This design comes from an exercise in tuning for small area, a short achievable clock period and few clock cycles per item on the open sky130 flow, not from production work. The RTL was checked by simulation tests, not by an equivalence proof against the original design. Power and IR drop assume default switching activity.

## se_list_unit
module se_list_unit (
    input             clk,
    input             rst,
    input             start,
    input      [4:0]  cfg_m,
    output            idle,
    input             in_valid,
    output            in_ready,
    input      [31:0] in_score,
    input      [63:0] in_id,
    input             in_last,
    output            out_valid,
    input             out_ready,
    output     [31:0] out_key,
    output     [63:0] out_id,
    output            out_last,
    output            rec_valid,
    output     [4:0]  rec_count,
    output     [31:0] rec_scored,
    output     [31:0] rec_nan,
    output     [31:0] rec_dup,
    output     [31:0] rec_tail,
    output     [31:0] rec_max_key,
    output     [31:0] rec_edge_key,
    output     [31:0] rec_edge_ties
);
For scale: roughly 7800 cells after synthesis, about 440 I/O pins, roughly 76000 sq um of cells after synthesis.
==> flow/config.mk <==
export PLATFORM = sky130hd
export DESIGN_NAME = se_list_unit
export DESIGN_NICKNAME = se_list_unit
export VERILOG_FILES = /design/flow/design.v
export SDC_FILE = /design/flow/constraint.sdc
export NUM_CORES = 4
export LEC_CHECK = 0
export CAP_MARGIN = 20
export CORE_MARGIN = 2
export CORE_UTILIZATION = 45
export CTS_CLUSTER_DIAMETER = 100
export CTS_CLUSTER_SIZE = 20
export GPL_ROUTABILITY_DRIVEN = 1
export PLACE_DENSITY = 0.55
export SLEW_MARGIN = 20
==> flow/constraint.sdc <==
create_clock -name core_clock -period 18.0 [get_ports {clk}]
set_input_delay 3.6000 -clock core_clock [delete_from_list [all_inputs] [get_ports {clk}]]
set_output_delay 3.6000 -clock core_clock [all_outputs]
set_load 0.01 [all_outputs]
standard.sh (not shown) runs the stock make flow with config.mk's settings and CLKGATE_MAP_FILE= SYNTH_SCRIPT=/design/flow/synth_recipe.tcl, a recipe that flattens the netlist after the stock synthesis.
==> flow/flow/run.sh <==
#!/bin/bash
# Standard layout with two changes: port buffers are plain buffers instead of
# delay cells, and repair_timing aims for a setup margin so that the achieved
# period shrinks.
set -euo pipefail
bash standard.sh SETUP_SLACK_MARGIN=12.6 "BUFFER_PORTS_ARGS=-buffer_cell sky130_fd_sc_hd__buf_2"  finish > standard.log 2>&1
Testbench counts at the start, summed over its fixed seeds: cycles 49,615, offers 47,503.
Then changed:
==> flow/flow/run.sh (replaced) <==
#!/bin/bash
# Standard layout with two changes: port buffers are plain buffers instead of
# delay cells, and repair_timing aims for a setup margin so that the achieved
# period shrinks.
set -euo pipefail
bash standard.sh SETUP_SLACK_MARGIN=13.0 "BUFFER_PORTS_ARGS=-buffer_cell sky130_fd_sc_hd__buf_2"  finish > standard.log 2>&1
After rerunning:
- maximum frequency came out higher by 2.6%
- setup slack improved by 130 ps
- core utilization came out higher by 0.21 points
- non-clock buffer count came out higher by 35
- die area is unchanged
- via count stays flat

---

ember:
se_list_unit again, from the RTL that the note above started with.
Settings: LEC_CHECK=0, CAP_MARGIN=20, CORE_MARGIN=2, CORE_UTILIZATION=45, CTS_CLUSTER_DIAMETER=100, CTS_CLUSTER_SIZE=20, GPL_ROUTABILITY_DRIVEN=1, GPL_TIMING_DRIVEN=1, PLACE_DENSITY=0.55, SLEW_MARGIN=20; clock period 18.0 ns.
==> flow/flow/run.sh <==
#!/bin/bash
# Standard layout with two changes: port buffers are plain buffers instead of
# delay cells, and repair_timing aims for a setup margin so that the achieved
# period shrinks.
set -euo pipefail
bash standard.sh SETUP_SLACK_MARGIN=12.8 "BUFFER_PORTS_ARGS=-buffer_cell sky130_fd_sc_hd__buf_2"  finish > standard.log 2>&1
Testbench counts of ember, summed over its fixed seeds: cycles 49,615, offers 47,503.
What yarrow does differently from ember at the input level:
Settings: removing GPL_TIMING_DRIVEN (formerly 1).
Findings:
As far as global-route wire length before repair goes, yarrow and ember are indistinguishable; the numbers are identical.
Summary of yarrow over ember: multi-input gate count was more or less identical, total detailed-routing wirelength was more or less identical.
Cts-stage hold buffer count: ember vs yarrow — no meaningful difference

---

## oak
The RTL this note starts from:
==> flow/design.v <==
module se_list_unit (
    input             clk,
    input             rst,
    input             start,
    input      [4:0]  cfg_m,
    output            idle,
    input             in_valid,
    output            in_ready,
    input      [31:0] in_score,
    input      [63:0] in_id,
    input             in_last,
    output            out_valid,
    input             out_ready,
    output     [31:0] out_key,
    output     [63:0] out_id,
    output            out_last,
    output            rec_valid,
    output     [4:0]  rec_count,
    output     [31:0] rec_scored,
    output     [31:0] rec_nan,
    output     [31:0] rec_dup,
    output     [31:0] rec_tail,
    output     [31:0] rec_max_key,
    output     [31:0] rec_edge_key,
    output     [31:0] rec_edge_ties
);
    localparam M = 8;
    integer i;
    reg         idle_r, in_ready_r, out_valid_r, out_last_r, rec_valid_r;
    reg         flush;       
    reg         start_q;
    reg  [4:0]  cfg_q;
    reg  [M-1:0] mark;       
    reg  [M-1:0] vld;        
    reg  [3:0]  cnt;
    reg  [31:0] keys [0:M-1];
    reg  [63:0] ids  [0:M-1];
    reg  [31:0] scored, nan_cnt, dup_cnt, tail_cnt, max_key, edge_key, edge_ties;
    reg         a_v, a_last, a_nan;
    reg  [31:0] a_key;
    reg  [63:0] a_id;
    wire        s_nan = (in_score[30:23] == 8'hFF) && (in_score[22:0] != 23'd0);
    wire        s_mz  = (in_score == 32'h8000_0000);
    wire [31:0] s_key = in_score[31] ? (s_mz ? 32'h8000_0000 : ~in_score)
                                     : (in_score | 32'h8000_0000);
    always @(posedge clk) begin
        a_v     <= in_valid && in_ready_r && !rst;
        a_last  <= in_last;
        a_nan   <= s_nan;
        a_key   <= s_key;
        a_id    <= in_id;
        start_q <= start && idle_r && !rst;
        cfg_q   <= cfg_m;
    end
    reg         b_v, b_last, b_nan;
    reg  [31:0] b_key;
    reg  [63:0] b_id;
    reg  [M-1:0] b_gt;       
    reg  [M-1:0] b_eq;       
    function automatic [1:0] cmp(input [31:0] ka, input [63:0] ia,
                                 input [31:0] kb, input [63:0] ib);
        reg [127:0] g, e;
        reg         ideq;
        integer l, n;
        begin
            g = {32'd0, ka & ~kb, ib & ~ia};
            e = {{32{1'b1}}, ~(ka ^ kb), ~(ib ^ ia)};
            ideq = 1'b0;
            for (l = 64; l >= 1; l = l / 2) begin
                for (n = 0; n < l; n = n + 1) begin
                    g[n] = g[2*n+1] | (e[2*n+1] & g[2*n]);
                    e[n] = e[2*n+1] & e[2*n];
                end
                if (l == 2) ideq = e[0];
            end
            cmp = {g[0], ideq};
        end
    endfunction
    reg  [M-1:0] x_gt, x_eq;
    always @* begin
        for (i = 0; i < M; i = i + 1) begin
            {x_gt[i], x_eq[i]} = cmp(a_key, a_id, keys[i], ids[i]);
        end
    end
    wire y_gt, y_eq;
    assign {y_gt, y_eq} = cmp(a_key, a_id, b_key, b_id);
    wire [M-1:0] above  = ~mark & (~vld | b_gt);   
    wire [M-1:0] id_hit = vld & b_eq;
    reg  [M-1:0] hit_ge;                           
    always @* begin
        hit_ge[M-1] = id_hit[M-1];
        for (i = M - 2; i >= 0; i = i - 1)
            hit_ge[i] = hit_ge[i+1] | id_hit[i];
    end
    wire is_dup    = |id_hit;
    wire dup_upd   = |(id_hit & b_gt);
    wire full      = vld[M-1];
    wire [M-1:0] above_p = {above[M-2:0], 1'b0};    
    wire b_ok    = b_v && !b_nan;
    wire do_new  = b_ok && !is_dup;
    wire ins_new = do_new && (!full || above[M-1]);
    wire do_ins  = ins_new || (b_ok && dup_upd);
    wire to_tail = do_new && full;
    wire grow    = do_new && !full;
    wire [M-1:0] ins_here = {M{do_ins}} & above & ~above_p;
    wire [M-1:0] shift    = {M{do_ins}} & above_p & ({M{!is_dup}} | hit_ge);
    wire readout = out_valid_r && out_ready;
    wire move_up = readout || flush;
    wire        low_is_c = ins_here[M-1];
    wire        low_chg  = ins_here[M-1] | shift[M-1];
    wire        fills    = grow && (vld[M-2] || mark[M-2]);
    wire [31:0] nlow     = low_is_c ? b_key : keys[M-2];
    wire        c_eq_low = (b_key == keys[M-1]);
    wire        nlow_eq  = low_is_c ? c_eq_low : (keys[M-2] == keys[M-1]);
    always @(posedge clk) begin
        b_v    <= a_v && !rst;
        b_last <= a_last;
        b_nan  <= a_nan;
        b_key  <= a_key;
        b_id   <= a_id;
        for (i = 0; i < M; i = i + 1) begin
            if (ins_here[i]) begin
                b_gt[i] <= y_gt;
                b_eq[i] <= y_eq;
            end else if (shift[i] && i > 0) begin
                b_gt[i] <= x_gt[i-1];
                b_eq[i] <= x_eq[i-1];
            end else begin
                b_gt[i] <= x_gt[i];
                b_eq[i] <= x_eq[i];
            end
        end
    end
    wire fin = b_v && b_last;
    assign idle          = idle_r;
    assign in_ready      = in_ready_r;
    assign out_valid     = out_valid_r;
    assign out_last      = out_last_r;
    assign out_key       = keys[0];
    assign out_id        = ids[0];
    assign rec_valid     = rec_valid_r;
    assign rec_count     = {1'b0, cnt};
    assign rec_scored    = scored;
    assign rec_nan       = nan_cnt;
    assign rec_dup       = dup_cnt;
    assign rec_tail      = tail_cnt;
    assign rec_max_key   = max_key;
    assign rec_edge_key  = edge_key;
    assign rec_edge_ties = edge_ties;
    wire [M-1:0] nvld = grow ? (vld | ({vld[M-2:0] | mark[M-2:0], 1'b1} & ~mark)) : vld;
    always @(posedge clk) begin
        if (rst) begin
            idle_r      <= 1'b1;
            in_ready_r  <= 1'b0;
            out_valid_r <= 1'b0;
            out_last_r  <= 1'b0;
            rec_valid_r <= 1'b0;
            flush       <= 1'b0;
        end else begin
            if (start && idle_r) begin
                idle_r      <= 1'b0;
                in_ready_r  <= 1'b1;
                rec_valid_r <= 1'b0;
                out_valid_r <= 1'b0;
            end else begin
                if (in_valid && in_ready_r && in_last)
                    in_ready_r <= 1'b0;
                if (fin) begin
                    rec_valid_r <= 1'b1;
                    if (mark[0] && nvld != {M{1'b0}}) begin
                        flush <= 1'b1;
                    end else begin
                        out_valid_r <= nvld[0];
                        out_last_r  <= nvld[0] && !nvld[1];
                        idle_r      <= !nvld[0];
                    end
                end else if (move_up) begin
                    if (!mark[1]) begin
                        flush       <= 1'b0;
                        out_valid_r <= vld[1];
                        out_last_r  <= vld[1] && !vld[2];
                        idle_r      <= !vld[1];
                    end
                end
            end
        end
    end
    always @(posedge clk) begin
        if (start_q) begin
            vld  <= {M{1'b0}};
            cnt  <= 4'd0;
            for (i = 0; i < M; i = i + 1)
                mark[i] <= (i < M - {1'b0, cfg_q[2:0]}) && (cfg_q[2:0] != 3'd0);
        end else if (move_up) begin
            vld  <= {1'b0, vld[M-1:1]};
            mark <= {1'b0, mark[M-1:1]};
        end else begin
            vld <= nvld;
            if (grow) cnt <= cnt + 4'd1;
        end
        for (i = 0; i < M; i = i + 1) begin
            if (move_up) begin
                if (i < M - 1) begin
                    keys[i] <= keys[i+1];
                    ids[i]  <= ids[i+1];
                end
            end else if (ins_here[i]) begin
                keys[i] <= b_key;
                ids[i]  <= b_id;
            end else if (shift[i]) begin
                if (i > 0) begin
                    keys[i] <= keys[i-1];
                    ids[i]  <= ids[i-1];
                end
            end
        end
    end
    always @(posedge clk) begin
        if (start_q) begin
            scored    <= 32'd0;
            nan_cnt   <= 32'd0;
            dup_cnt   <= 32'd0;
            tail_cnt  <= 32'd0;
            max_key   <= 32'd0;
            edge_key  <= 32'd0;
            edge_ties <= 32'd0;
        end else begin
            if (b_v && b_nan && nan_cnt != 32'hFFFF_FFFF)
                nan_cnt <= nan_cnt + 32'd1;
            if (b_ok && is_dup)
                dup_cnt <= dup_cnt + 32'd1;
            if (do_new) begin
                scored <= scored + 32'd1;
                if (b_key > max_key)
                    max_key <= b_key;
            end
            if (to_tail)
                tail_cnt <= tail_cnt + 32'd1;
            if (fills || (full && do_ins && low_chg && !nlow_eq)) begin
                edge_key  <= nlow;
                edge_ties <= 32'd0;
            end else if (to_tail && (low_chg || c_eq_low)) begin
                edge_ties <= edge_ties + 32'd1;
            end
        end
    end
endmodule
clock: 18.0 ns
lec_check: 0
cap_margin: 20
core_margin: 2
core_utilization: 45
cts_cluster_diameter: 100
cts_cluster_size: 20
gpl_routability_driven: 1
place_density: 0.55
slew_margin: 20
Scripts as last shown in full above: flow/flow/run.sh
The flow did not stop early for oak: all stages ran, and the layout cleared the timing, design-rule and antenna checks.
Testbench counts of oak, summed over its fixed seeds: cycles 49,615, offers 47,503.
Here is what was changed in the inputs of pine compared with oak.
-- flow/flow/run.sh --
<<< oak, line 5
set -euo pipefail
bash standard.sh SETUP_SLACK_MARGIN=12.8 "BUFFER_PORTS_ARGS=-buffer_cell sky130_fd_sc_hd__buf_2"  finish > standard.log 2>&1
>>> pine, line 5
set -euo pipefail
bash standard.sh SETUP_SLACK_MARGIN=13.2 "BUFFER_PORTS_ARGS=-buffer_cell sky130_fd_sc_hd__buf_2"  finish > standard.log 2>&1
==> summary.txt <==
Required time of the critical path on pine is down relative to oak.
| critical path depth | pine vs oak | 4 lower |
Sort pine and oak by post-route clock period utilization, descending, and oak comes first.
Against oak, pine comes in 2.3% higher on length of routed wiring on met1.
Number of buffers outside the clock class in the layout (pine vs. oak) increases by more than half
Across both runs, layout-stage area growth over the synthesis result was higher for pine than for oak.
Against oak, pine reports a combinational cell fraction of total power that is higher.
Comparing the two runs side by side, pine comes out behind oak on total length of routed wires.
Clock-buffer cell count, pine vs oak: down slightly
Per the comparison of pine with oak, pre-CTS setup slack up 0.10 ns; highest achievable clock rate picked up an extra 2.5 MHz.

port drivers added, routing unchanged:
The results above use ideal ports. As a check the final layouts listed here were re-extracted and re-timed, cells and wires unchanged. Step 1 sets driving cells, clkbuf_16 on the clock port and buf_2 on the other inputs (assumed; they add their load-dependent delay and slew). Step 2 adds t to the input delays and takes it off the output delays; t is the mean of the earliest and latest rising clock arrival at the registers after step 1. Input paths then give back, and output paths get back, about the clock's delay inside the block. Three values: ideal, step 1, step 2; two values: the first two.
run | t (ns) | slack for setup (ns) | hold WS [ns] | worst register clock-pin slew, ns
the first run of note 1 | 0.799 | 12.818 / 12.732 / 12.315 | 0.334 / 0.334 / 0.334 | 0.10 / 0.10
the second run of note 1 | 0.788 | 12.948 / 12.863 / 12.462 | 0.336 / 0.336 / 0.336 | 0.10 / 0.10
ember | 0.791 | 12.901 / 12.815 / 12.359 | 0.334 / 0.334 / 0.334 | 0.10 / 0.10
yarrow | 0.791 | 12.901 / 12.815 / 12.359 | 0.334 / 0.334 / 0.334 | 0.10 / 0.10
oak | 0.774 | 12.834 / 12.831 / 12.057 | 0.349 / 0.349 / 0.349 | 0.10 / 0.10
pine | 0.790 | 12.899 / 12.818 / 12.301 | 0.333 / 0.333 / 0.333 | 0.10 / 0.10
After both steps setup and hold are still met in every run listed. For oak, which loses most, drivers alone change the setup slack by -0.003 ns; drivers and shift together by -0.777 ns.
